This is an optimization exercise on Yosys and OpenROAD, whose aim is small area and a short achievable clock period, not a production implementation. Only simulation tests tie the RTL to the original design; equivalence was not proved. Power and IR drop assume default switching activity.

==> flow/design.v <==
module tcam_match16 (
    input  wire        clk,
    input  wire        rst,           
    input  wire        wr_en,
    input  wire [3:0]  wr_idx,
    input  wire [79:0] wr_data,
    input  wire [79:0] wr_mask,
    input  wire [15:0] wr_prio,
    input  wire        wr_valid,
    input  wire        wr_in_a,
    input  wire        wr_in_b,
    input  wire        rd_en,
    input  wire [3:0]  rd_idx,
    output reg         rd_ack,
    output reg  [79:0] rd_data,
    output reg  [79:0] rd_mask,
    output reg  [15:0] rd_prio,
    output reg         rd_valid,
    output reg         rd_in_a,
    output reg         rd_in_b,
    input  wire        lk_en,
    input  wire [79:0] lk_key,
    input  wire        lk_neg,
    input  wire [1:0]  lk_range_map,
    output reg         res_valid,
    output reg         res_hit,
    output reg         res_multi,
    output reg  [15:0] res_prio,
    output reg  [8:0]  res_count,
    output reg  [3:0]  res_entry
);
    localparam N = 16;
    reg [79:0] t_data  [0:N-1];
    reg [79:0] t_mask  [0:N-1];
    reg [15:0] t_prio  [0:N-1];
    reg [N-1:0] t_valid, t_in_a, t_in_b, t_wrote, t_wrap0, t_wrap1;
    reg        pw_en;
    reg [3:0]  pw_idx;
    reg [15:0] pw_lo0, pw_hi0, pw_lo1, pw_hi1, pw_prio;
    always @(posedge clk) begin
        pw_en  <= wr_en && !rst;
        pw_idx <= wr_idx;
        pw_lo0 <= wr_data[39:24];
        pw_hi0 <= wr_mask[39:24];
        pw_lo1 <= wr_data[79:64];
        pw_hi1 <= wr_mask[79:64];
        pw_prio <= wr_prio;
    end
    wire pw_wrap0 = cmp16(pw_lo0, pw_hi0, 1'b0);
    wire pw_wrap1 = cmp16(pw_lo1, pw_hi1, 1'b0);
    wire [N-1:0] wrap0, wrap1;     
    genvar g;
    generate
        for (g = 0; g < N; g = g + 1) begin : row
            wire we = wr_en && (wr_idx == g);
            wire pw = pw_en && (pw_idx == g);
            assign wrap0[g] = pw ? pw_wrap0 : t_wrap0[g];
            assign wrap1[g] = pw ? pw_wrap1 : t_wrap1[g];
            always @(posedge clk) begin
                if (we) begin
                    t_data[g]  <= wr_data;
                    t_mask[g]  <= wr_mask;
                    t_prio[g]  <= wr_prio;
                    t_in_a[g]  <= wr_in_a;
                    t_in_b[g]  <= wr_in_b;
                end
                t_wrap0[g] <= wrap0[g];
                t_wrap1[g] <= wrap1[g];
                if (rst) begin
                    t_valid[g] <= 1'b0;
                    t_wrote[g] <= 1'b0;
                end else if (we) begin
                    t_valid[g] <= wr_valid;
                    t_wrote[g] <= 1'b1;
                end
            end
        end
    endgenerate
    reg [178:0] rd_mux;
    integer r;
    always @(*) begin
        rd_mux = 179'd0;
        for (r = 0; r < N; r = r + 1)
            if (rd_idx == r && t_wrote[r])
                rd_mux = rd_mux | {t_data[r], t_mask[r], t_prio[r], t_valid[r], t_in_a[r], t_in_b[r]};
    end
    always @(posedge clk) begin
        rd_ack <= rd_en && !rst;
        {rd_data, rd_mask, rd_prio, rd_valid, rd_in_a, rd_in_b} <= rd_mux;
    end
    reg        s1_valid;
    reg [79:0] s1_key;
    reg        s1_neg;
    reg [1:0]  s1_rmap;
    always @(posedge clk) begin
        s1_valid <= lk_en && !rst;
        s1_key   <= lk_key;
        s1_neg   <= lk_neg;
        s1_rmap  <= lk_range_map;
    end
    function cmp16;
        input [15:0] a;
        input [15:0] b;
        input        eq_res;
        reg   [15:0] df, rr;
        integer s, j;
        begin
            df = a ^ b;
            rr = a;
            for (s = 1; s < 16; s = s * 2)
                for (j = 0; j < 16; j = j + 2 * s) begin
                    rr[j + 2*s - 1] = df[j + 2*s - 1] ? rr[j + 2*s - 1] : rr[j + s - 1];
                    df[j + 2*s - 1] = df[j + 2*s - 1] | df[j + s - 1];
                end
            cmp16 = df[15] ? rr[15] : eq_res;
        end
    endfunction
    function ge16r;
        input [15:0] a;
        input [15:0] b;
        reg          c;
        integer j;
        begin
            c = 1'b1;
            for (j = 0; j < 16; j = j + 1)
                c = (a[j] ^ b[j]) ? a[j] : c;
            ge16r = c;
        end
    endfunction
    function half_match;
        input [39:0] key;
        input [39:0] d;
        input [39:0] m;
        input        wrap;
        input        is_range;
        reg   [39:0] mis;
        reg          ge, le, in_range;
        begin
            mis = (key ^ d) & m;
            ge  = ge16r(key[39:24], d[39:24]);
            le  = ge16r(m[39:24], key[39:24]);
            in_range = wrap ? (ge | le) : (ge & le);
            half_match = (mis[7:0] == 8'd0) &&
                         (is_range ? in_range : (mis[39:8] == 32'd0));
        end
    endfunction
    wire [N-1:0] hit_vec;
    generate
        for (g = 0; g < N; g = g + 1) begin : cmp
            wire h0 = half_match(s1_key[39:0],  t_data[g][39:0],  t_mask[g][39:0],  wrap0[g], s1_rmap[0]);
            wire h1 = half_match(s1_key[79:40], t_data[g][79:40], t_mask[g][79:40], wrap1[g], s1_rmap[1]);
            assign hit_vec[g] = t_valid[g] && (s1_neg ? t_in_b[g] : t_in_a[g]) && h0 && h1;
        end
    endgenerate
    reg  [5:0]  ob [0:3];     
    wire [15:0] gq [0:3];
    wire [3:0]  wbg;
    generate
        for (g = 0; g < 4; g = g + 1) begin : gqm
            assign gq[g] = t_prio[{pw_idx[3:2], g[1:0]}];
            assign wbg[g] = cmp16(pw_prio, gq[g], pw_idx[1:0] < g);
        end
    endgenerate
    wire [3:0]  gh;           
    wire [15:0] gp [0:3];     
    wire [1:0]  gi [0:3];     
    generate
        for (g = 0; g < 4; g = g + 1) begin : grp
            wire [3:0] h = hit_vec[4*g +: 4];
            wire [15:0] p0 = t_prio[4*g], p1 = t_prio[4*g+1],
                        p2 = t_prio[4*g+2], p3 = t_prio[4*g+3];
            wire sel = pw_en && (pw_idx[3:2] == g);
            wire [3:0] pp;
            assign pp[0] = sel && (pw_idx[1:0] == 2'd0);
            assign pp[1] = sel && (pw_idx[1:0] == 2'd1);
            assign pp[2] = sel && (pw_idx[1:0] == 2'd2);
            assign pp[3] = sel && (pw_idx[1:0] == 2'd3);
            wire b01 = pp[0] ? wbg[1] : pp[1] ? !wbg[0] : ob[g][0];
            wire b02 = pp[0] ? wbg[2] : pp[2] ? !wbg[0] : ob[g][1];
            wire b03 = pp[0] ? wbg[3] : pp[3] ? !wbg[0] : ob[g][2];
            wire b12 = pp[1] ? wbg[2] : pp[2] ? !wbg[1] : ob[g][3];
            wire b13 = pp[1] ? wbg[3] : pp[3] ? !wbg[1] : ob[g][4];
            wire b23 = pp[2] ? wbg[3] : pp[3] ? !wbg[2] : ob[g][5];
            always @(posedge clk) ob[g] <= {b23, b13, b12, b03, b02, b01};
            wire [3:0] w;
            assign w[0] = h[0] & (!h[1] |  b01) & (!h[2] |  b02) & (!h[3] |  b03);
            assign w[1] = h[1] & (!h[0] | !b01) & (!h[2] |  b12) & (!h[3] |  b13);
            assign w[2] = h[2] & (!h[0] | !b02) & (!h[1] | !b12) & (!h[3] |  b23);
            assign w[3] = h[3] & (!h[0] | !b03) & (!h[1] | !b13) & (!h[2] | !b23);
            assign gh[g] = |h;
            assign gp[g] = ({16{w[0]}} & p0) | ({16{w[1]}} & p1) |
                           ({16{w[2]}} & p2) | ({16{w[3]}} & p3);
            assign gi[g] = {w[2] | w[3], w[1] | w[3]};
        end
    endgenerate
    wire c01 = cmp16(gp[0], gp[1], 1'b1), c02 = cmp16(gp[0], gp[2], 1'b1);
    wire c03 = cmp16(gp[0], gp[3], 1'b1), c12 = cmp16(gp[1], gp[2], 1'b1);
    wire c13 = cmp16(gp[1], gp[3], 1'b1), c23 = cmp16(gp[2], gp[3], 1'b1);
    wire [3:0] gw;
    assign gw[0] = gh[0] & (!gh[1] |  c01) & (!gh[2] |  c02) & (!gh[3] |  c03);
    assign gw[1] = gh[1] & (!gh[0] | !c01) & (!gh[2] |  c12) & (!gh[3] |  c13);
    assign gw[2] = gh[2] & (!gh[0] | !c02) & (!gh[1] | !c12) & (!gh[3] |  c23);
    assign gw[3] = gh[3] & (!gh[0] | !c03) & (!gh[1] | !c13) & (!gh[2] | !c23);
    wire [15:0] best_prio = ({16{gw[0]}} & gp[0]) | ({16{gw[1]}} & gp[1]) |
                            ({16{gw[2]}} & gp[2]) | ({16{gw[3]}} & gp[3]);
    wire [3:0]  best_idx  = ({4{gw[0]}} & {2'd0, gi[0]}) | ({4{gw[1]}} & {2'd1, gi[1]}) |
                            ({4{gw[2]}} & {2'd2, gi[2]}) | ({4{gw[3]}} & {2'd3, gi[3]});
    wire [1:0] c1 [0:7];
    wire [2:0] c2 [0:3];
    wire [3:0] c3 [0:1];
    wire [N-1:0] hv = hit_vec;
    generate
        for (g = 0; g < 8; g = g + 1) begin : pc1
            assign c1[g] = {1'b0, hv[2*g]} + {1'b0, hv[2*g+1]};
        end
        for (g = 0; g < 4; g = g + 1) begin : pc2
            assign c2[g] = {1'b0, c1[2*g]} + {1'b0, c1[2*g+1]};
        end
        for (g = 0; g < 2; g = g + 1) begin : pc3
            assign c3[g] = {1'b0, c2[2*g]} + {1'b0, c2[2*g+1]};
        end
    endgenerate
    wire [4:0] count = {1'b0, c3[0]} + {1'b0, c3[1]};
    wire [7:0] a1, m1;
    wire [3:0] a2, m2;
    wire [1:0] a3, m3;
    generate
        for (g = 0; g < 8; g = g + 1) begin : mt1
            assign a1[g] = hv[2*g] | hv[2*g+1];
            assign m1[g] = hv[2*g] & hv[2*g+1];
        end
        for (g = 0; g < 4; g = g + 1) begin : mt2
            assign a2[g] = a1[2*g] | a1[2*g+1];
            assign m2[g] = m1[2*g] | m1[2*g+1] | (a1[2*g] & a1[2*g+1]);
        end
        for (g = 0; g < 2; g = g + 1) begin : mt3
            assign a3[g] = a2[2*g] | a2[2*g+1];
            assign m3[g] = m2[2*g] | m2[2*g+1] | (a2[2*g] & a2[2*g+1]);
        end
    endgenerate
    wire any_hit   = a3[0] | a3[1];
    wire multi_hit = m3[0] | m3[1] | (a3[0] & a3[1]);
    always @(posedge clk) begin
        res_valid <= s1_valid && !rst;
        res_hit   <= any_hit;
        res_multi <= multi_hit;
        res_prio  <= best_prio;
        res_count <= {4'd0, count};
        res_entry <= best_idx;
    end
endmodule
==> flow/flow/run.sh <==
#!/bin/bash
# Standard synthesis, then the standard layout steps with repair_timing
# aimed at a setup slack margin (so it works on paths well inside the
# 44 ns period), and buf_2 port buffers that repair may resize.
set -euo pipefail
bash standard.sh synth > synth.log 2>&1
bash standard.sh SETUP_SLACK_MARGIN=33.6 TNS_END_PERCENT=10 \
    "BUFFER_PORTS_ARGS=-buffer_cell sky130_fd_sc_hd__buf_2" finish > layout.log 2>&1
==> flow/standard.sh <==
#!/bin/bash
# synth_recipe.tcl (not shown) runs the flow's synth.tcl, then flattens the netlist and writes it again
# the make line also repeats each setting of config.mk as NAME=value (left out here)
make -C /OpenROAD-flow-scripts/flow DESIGN_CONFIG=/design/flow/config.mk WORK_HOME=/design/flow/orfs CLKGATE_MAP_FILE= SYNTH_SCRIPT=/design/flow/synth_recipe.tcl "${@:-finish}"
==> flow/config.mk <==
export PLATFORM = sky130hd
export DESIGN_NAME = tcam_match16
export DESIGN_NICKNAME = tcam_match16
export VERILOG_FILES = /design/flow/design.v
export SDC_FILE = /design/flow/constraint.sdc
export NUM_CORES = 4
export LEC_CHECK = 0
export CAP_MARGIN = 40
export CORE_MARGIN = 2
export CORE_UTILIZATION = 40
export SLEW_MARGIN = 40
==> flow/constraint.sdc <==
create_clock -name core_clock -period 44.0 [get_ports {clk}]
set_input_delay 8.8000 -clock core_clock [delete_from_list [all_inputs] [get_ports {clk}]]
set_output_delay 8.8000 -clock core_clock [all_outputs]
set_load 0.01 [all_outputs]
==> flow_summary_export.csv, run 1 <==
group,metric,value,unit
routing,post_drt_wl_per_cell,55.4,microns
cells_and_area,nets,12800,
die,ioPinCount,487,
clock_network,cts_buffers,376,
clock_network,cts_tree,"built",
clock_network,cts.htree.levels,5,
timing,setup_tns,0,ps
routing,drcViolationCount,0,
logic_synthesis,synth_area,0.156,sq mm
global_route,use_met3,0.146,
logic_synthesis,async_flop_share,0,
timing,tightest_slew,1070,ps
worst_hold_path,holdPathStages,1,
logic_synthesis,ys_types,139,
worst_setup_path,path_max_fanout,26,
routing,routed_wl,1000000,microns
timing,max-slew-margin-rel,0.283,
worst_hold_path,worst_hold_path_type,"flop to flop",
global_route,busiest_layer,"met2",
logic_synthesis,synth-edff-count,2848,
global_route,grtUsageMet2,0.711,
die,fp.coreArea,0.389,sq mm
cells_and_area,layout_commonest_cell,"edfxtp_1",
global_route,met1_usage,0.586,
logic_synthesis,syn_inst,11800,
clock_network,hold_buffers,0,
clock_network,clk-insertion-delay-late,1070,ps
worst_setup_path,reg2reg_depth,22,
worst_setup_path,end_kind,"flop",
cells_and_area,utilization,0.468,
worst_setup_path,crit_type,"primary input to flop",
run_status,outcome,"timing/DRC/antenna clean",
routing,drt-pass1-iter-count,8,
logic_synthesis,ys_seq_area_frac,0.607,
global_route,grt_usage,0.486,
clock_network,clk_pin_slew,60,ps
routing,ant_nets,0,
timing,min_period_over_period,0.246,
global_route,grt_pass1_wl,1270000,microns
timing,report.final.slew_viol_count,0,
logic_synthesis,synth.ff_latch_count,3313,
die,rows,229,
power_and_ir_drop,p_per_area,41.5,mW/mm^2
global_route,grt_max_degree,94,
die,fp.dieH,629,microns
power_and_ir_drop,p_leak,62.1,nW
timing,layout_setup_ws,33190,ps
timing,fin_crit,10810,ps
worst_setup_path,cp-start-kind,"primary input",
die,die_w,629,microns
routing,num_vias,134000,
clock_network,cts_max_path_buffers,4,
die,dieArea,0.396,sq mm
global_route,grt_overflow,0,
global_route,grt_pass1_vias,121000,
routing,drt_iter0_drc,26000,
clock_network,cts-root-buf,"clkbuf_16",
timing,final_hold_viol_count,0,
power_and_ir_drop,power.total,7.56,mW
routing,routed_via_density,7.41,
timing,max_clock_freq,0.0925,GHz
cells_and_area,area_delta_synth_final,16.5,%
worst_setup_path,critPathRequiredTime,44800,ps
placement,place_ws,31270,ps
timing,rsz0062_at_grt,"true",
placement,io_buffers,482,
clock_network,cts.sinks,3313,
logic_synthesis,synth_warnings,5,
logic_synthesis,avgSynthCellArea,13.3,sq um
timing,fin_skew,73.7,ps
logic_synthesis,ys_dominant_reg_cell,"edfxtp_1",
flow_run,drv_cap,0,
global_route,antenna_found_initial,183,
placement,hpwl,726000,microns
cells_and_area,final_cell_mix,"edfxtp_1 (2848), xor2_1 (1108), a22o_1 (803)",
cells_and_area,drive_gt1_frac,0.169,
power_and_ir_drop,ir_worst_vdd,0.0380,mV
die,start_util,0.402,
placement,gp_congestion,1.10,
worst_setup_path,worstPathArrival,11610,ps
timing,finalSetupViolCount,0,
[power breakdown]
group | switching, mW | internal, mW
registers | 0.0960 | 3.49
clock network | 1.43 | 1.84
logic | 0.535 | 0.167
[path summary, 6_finish.rpt]
path | start | end | slack [ps]
worst max register to register | s1_key[72]$_DFF_P_ | res_prio[4]$_DFF_P_ | 33830
worst min register to register | s1_valid$_DFF_P_ | res_valid$_DFF_P_ | 450
worst min-delay path | s1_valid$_DFF_P_ | res_valid$_DFF_P_ | 450
worst max-delay path | rd_idx[0] | rd_data[5]$_DFF_P_ | 33190
[critical path, stage by stage]
cell and delay [ps]:
buf_2 160, and2_2 390, and3_4 390, buf_4 370, a22o_1 330, a221oi_1 750
nand4_1 340
[per-layer routing]
layer,up-vias,part of all wire
met3,3249,0.12
met1,68700,0.35
met4,90,0.11
met5,-,0.00073
met2,12900,0.42
li1,48900,-
[cells in the mapped netlist (46+ instances only)]
master | instances | share of area
nand2b_1 | 215 | 0.0086
edfxtp_1 | 2848 | 0.55
a21oi_1 | 315 | 0.010
nor4_1 | 68 | 0.0027
o211ai_1 | 72 | 0.0035
a22o_1 | 805 | 0.045
a31oi_1 | 46 | 0.0018
clkbuf_1 | 469 | 0.011
inv_1 | 326 | 0.0078
buf_1 | 84 | 0.0020
nor3_1 | 100 | 0.0032
a222oi_1 | 54 | 0.0035
o22ai_1 | 150 | 0.0060
xor2_1 | 1192 | 0.067
o21ai_0 | 262 | 0.0084
nand2_1 | 332 | 0.0080
mux4_2 | 62 | 0.0089
nor2b_1 | 238 | 0.0095
maj3_1 | 177 | 0.011
dfxtp_1 | 465 | 0.060
o221ai_1 | 63 | 0.0035
nand4_1 | 328 | 0.013
xnor2_1 | 150 | 0.0084
ha_1 | 56 | 0.0045
o2111ai_1 | 51 | 0.0029
nor2_1 | 298 | 0.0072
a211oi_1 | 58 | 0.0028
a2111oi_0 | 56 | 0.0031
buf_2 | 148 | 0.0047
a22oi_1 | 465 | 0.022
a221oi_1 | 825 | 0.046
nand3_1 | 113 | 0.0036
[per-stage QoR]
step | instances | cell area [sq um] | hold slack, ps
finish | 18000 | 182000 | 445
global route | 18000 | 182000 | 467
CTS | 17900 | 181000 | 450
detailed placement | 17200 | 168000 | 436
global placement | 17100 | 166000 | 419
floorplan | 11800 | 157000 | 414
[state kept, by name, summed over array words and instances (netlist names), 24 cells and up]
| signal | cells |
|---|---|
| t_mask | 1280 |
| ob | 24 |
| t_data | 1280 |
| rd_mask | 80 |
| rd_data | 80 |
| t_prio | 256 |
| s1_key | 80 |
[what timing repair did]
action                                  4_1_cts  5_1_grt
endpoints found under the setup margin     1312      754
gates cloned                                 10        8
setup buffers                                10        9
resized for setup                           125       70
pin swaps                                    12        3
[cell type report]
type	instances	area (sq um)
Multi-Input combinational cell	7363	59000
Inverter	356	1390
Fill cell	34600	207000
Timing Repair Buffer	999	7470
Clock buffer	518	10600
Timing Repair inverter	1	8.76
Antenna cell	114	285
Clock inverter	187	1860
Tap cell	5197	6500
Sequential cell	3313	94900
[logic make-up (layout without fill, tap and decap cells)]
family,count (synthesis),after routing,share of synthesized area
flops,3313,3313,0.607
fa+ha+maj,257,257,0.0181
other cells,1,118,0.0000240
xor+xnor,1342,1342,0.0752
buf+inv,1107,2061,0.0297
mux,92,92,0.0111
compound gates,3717,3717,0.191
simple gates,1939,1951,0.0686
==> inputs of run 2 (changes only) <==
==> flow/run.sh (new file) <==
#!/bin/bash
# synth_recipe.tcl (not shown) runs the flow's synth.tcl, then flattens the netlist and writes it again
# the make line also repeats each setting of config.mk as NAME=value (left out here)
make -C /OpenROAD-flow-scripts/flow DESIGN_CONFIG=/design/flow/config.mk WORK_HOME=/design/flow/orfs CLKGATE_MAP_FILE= SYNTH_SCRIPT=/design/flow/synth_recipe.tcl finish
removed: flow/flow/run.sh
removed: flow/standard.sh
==> run 2 against run 1 <==
Critical path depth stayed put. Sequential cell count unchanged. Non-clock buffer count grew 23. Final area grew 0.82%. Core utilization is 0.38 points higher. Via count decreased by 0.73%. Synthesized area stayed put. Register-to-register slack gained 80 ps. Count of clock-buffer cells in the layout down 6. Critical path type unchanged. Critical endpoint is now t_mask[12][63]$_DFFE_PP_. Largest cell class unchanged. Highest routed layer unchanged.
==> flow_summary_export.csv, run 2 <==
group,metric,value,unit
run_status,outcome,"timing/DRC/antenna clean",
clock_network,clk_pin_slew,60,ps
placement,postPlaceCellArea,0.170,sq mm
timing,setup_tns,0,ps
global_route,antenna_found_initial,140,
timing,final_hold_viol_count,0,
global_route,grt_pass1_vias,121000,
worst_setup_path,critPathRequiredTime,44650,ps
logic_synthesis,synth_warnings,5,
cells_and_area,nFillCells,34400,
timing,min_period_over_period,0.279,
logic_synthesis,yosys-top-cells-count,"edfxtp_1 (2848), xor2_1 (1192), a221oi_1 (825)",
routing,drt_iter0_drc,25800,
clock_network,clk-insertion-delay-late,1060,ps
routing,ant_nets,0,
worst_setup_path,crit_type,"primary input to flop",
global_route,grt_max_degree,96,
placement,hpwl,726000,microns
cells_and_area,utilization,0.472,
timing,finalSetupViolCount,0,
worst_setup_path,reg2reg_slack,33910,ps
placement,io_buffers,482,
logic_synthesis,synth.ff_latch_count,3313,
logic_synthesis,yosysTopAreaCell,"edfxtp_1",
timing,report.final.slew_viol_count,0,
worst_setup_path,worstPathArrival,12910,ps
cells_and_area,area_delta_synth_final,17.4,%
cells_and_area,final_cell_mix,"edfxtp_1 (2848), xor2_1 (1121), a22o_1 (804)",
die,dieArea,0.396,sq mm
timing,rsz0062_at_grt,"false",
worst_setup_path,worstReg2RegStart,"s1_key[73]$_DFF_P_",
power_and_ir_drop,ir_worst_vdd,0.0340,mV
flow_run,drv_cap,0,
clock_network,cts.htree.levels,5,
worst_hold_path,holdPathStages,1,
routing,num_vias,133000,
logic_synthesis,async_flop_share,0,
die,fp.coreArea,0.389,sq mm
power_and_ir_drop,p_per_area,41.6,mW/mm^2
clock_network,cts_tree,"built",
logic_synthesis,ys_dominant_reg_cell,"edfxtp_1",
die,ioPinCount,487,
worst_setup_path,reg2reg_depth,21,
power_and_ir_drop,p_leak,61.6,nW
cells_and_area,layout_commonest_cell,"edfxtp_1",
worst_hold_path,hold_path_end,"res_valid$_DFF_P_",
logic_synthesis,synth.most_common_cell,"edfxtp_1",
clock_network,cts_buffers,375,
die,start_util,0.402,
cells_and_area,nets,12800,
timing,fin_hold_ws,447,ps
global_route,grt_pass1_wl,1260000,microns
routing,routed_wl,986000,microns
clock_network,cts_max_path_buffers,4,
clock_network,cts.sinks,3313,
logic_synthesis,synth_area,0.156,sq mm
clock_network,cts-resized-gates,0,
die,fp.dieH,629,microns
routing,drcViolationCount,0,
global_route,grt_usage,0.484,
global_route,grt_overflow,0,
worst_setup_path,cp-start-kind,"primary input",
logic_synthesis,avgSynthCellArea,13.3,sq um
logic_synthesis,syn_inst,11800,
logic_synthesis,ys_types,139,
timing,fin_crit,12270,ps
worst_hold_path,min_from,"s1_valid$_DFF_P_",
logic_synthesis,yosys.area.top_type_share,0.547,
clock_network,hold_buffers,0,
die,rows,229,
worst_setup_path,rr_endpoint,"res_prio[4]$_DFF_P_",
timing,max-slew-margin-rel,0.290,
cells_and_area,post-route-cell-area,0.184,sq mm
logic_synthesis,synth-edff-count,2848,
timing,tightest_slew,1060,ps
placement,gp_congestion,1.12,
routing,post_drt_wl_per_cell,54.6,microns
timing,max_clock_freq,0.0815,GHz
logic_synthesis,yosys-top-cells-area,"edfxtp_1 (55%), xor2_1 (6.7%), dfxtp_1 (6.0%)",
cells_and_area,drive_gt1_frac,0.136,
routing,drt-pass1-iter-count,11,
routing,routed_via_density,7.35,
die,die_w,629,microns
worst_setup_path,end_kind,"flop",
clock_network,cts-root-buf,"clkbuf_16",
worst_setup_path,path_max_fanout,48,
cells_and_area,top_regs,"t_data x1280, t_mask x1280, t_prio x256",
timing,fin_skew,75.4,ps
worst_hold_path,worst_hold_path_type,"flop to flop",
logic_synthesis,ys_seq_area_frac,0.607,
clock_network,postCtsSetupBuffers,0,
## run 2: cell counts after synthesis
No cell type changed its count.
## run 2: critical path, stage by stage
cell	delay, ps
clkdlybuf4s50_1	940
nor2b_1	310
nand2_1	170
nor2_4	520
buf_6	590
buf_6	610
buf_4	620
## run 2: kinds of logic (layout without fill, tap and decap cells)
| group | count (synthesis) | after routing | synth area share |
|---|---|---|---|
| AOI/OAI and AO/OA | 3717 | 3717 | 0.191 |
| xor gates and xnor gates | 1342 | 1342 | 0.0752 |
| adders and majority gates | 257 | 257 | 0.0181 |
| buffers and inverters | 1107 | 2081 | 0.0297 |
| DFF | 3313 | 3313 | 0.607 |
| muxes | 92 | 92 | 0.0111 |
| other | 1 | 119 | 0.0000240 |
| and+or+nand+nor | 1939 | 1939 | 0.0686 |
## run 2: area by class of cell
class | count | area [sq um] | area share
Sequential cell | 3313 | 94900 | 0.517
Multi-Input combinational cell | 7351 | 58700 | 0.320
Clock buffer | 512 | 10800 | 0.0590
Timing Repair Buffer | 1022 | 9110 | 0.0496
Tap cell | 5197 | 6500 | 0.0354
Clock inverter | 191 | 1960 | 0.0107
Inverter | 356 | 1350 | 0.00737
Antenna cell | 115 | 288 | 0.00157
## run 2: worst max-delay path by stage
| stage | start | cells past startpoint | slack (ps) | endpoint |
|---|---|---|---|---|
| 2_1_floorplan | wr_idx[3] | 4 | 16650 | t_valid[1]$_SDFFE_PP0P_ |
| 3_3_place_gp | wr_en | 7 | 30490 | t_data[12][63]$_DFFE_PP_ |
| 3_5_place_dp | wr_en | 7 | 30880 | t_data[12][56]$_DFFE_PP_ |
| 4_1_cts | wr_en | 7 | 31950 | t_mask[12][63]$_DFFE_PP_ |
| 5_1_grt | wr_en | 7 | 31820 | t_mask[12][63]$_DFFE_PP_ |
| 6_report | wr_en | 7 | 31730 | t_mask[12][63]$_DFFE_PP_ |
## run 2: layer usage
metal  wire, microns  GRT usage
met2          414000      0.702
met4          113000      0.441
met5             383   0.000604
met1          338000      0.572
met3          121000      0.154
## run 2: metrics by stage
step / cells / setup slack (ps) / total power [mW]
finish: 18100 / 31730 / 7.63
global route: 18000 / 31820 / 7.73
CTS: 17900 / 31950 / 7.57
global placement: 17200 / 30490 / 4.30
floorplan: 11800 / 16650 / 3.88
detailed placement: 17200 / 30880 / 4.31
## run 2: where the power goes
part / internal (mW) / switching [mW] / leakage [nW]
logic: 0.180 / 0.528 / 25.8
clock network: 1.90 / 1.43 / 6.30
registers: 3.49 / 0.0999 / 29.6
total: 5.58 / 2.05 / 61.6

-- port drivers added, routing unchanged --
No port has a modelled driver above. Below, the same layouts with a new extraction and two added sets of constraints. Step 1 sets driving cells, clkbuf_16 on the clock port and buf_2 on the other inputs (assumed; they add their load-dependent delay and slew). Step 2 also shifts input and output timing later by t, the mid clock arrival at the registers, as if the neighbouring blocks saw the same clock. Three values: no drivers, after step 1, after step 2; two values: the first two.
run	t, ns	setup WS [ns]	worst setup path at the end	worst data-port slew with drivers (ns)	cell pins on the clock port's net
run 1	1.170	33.193 / 33.213 / 32.138	input to register	0.25	1
run 2	1.147	31.734 / 31.833 / 30.686	input to register	0.37	1
After both steps setup and hold are still met in every run listed. The setup slack of run 1, which loses most, moves by +0.020 ns with the drivers and by -1.055 ns with both steps.
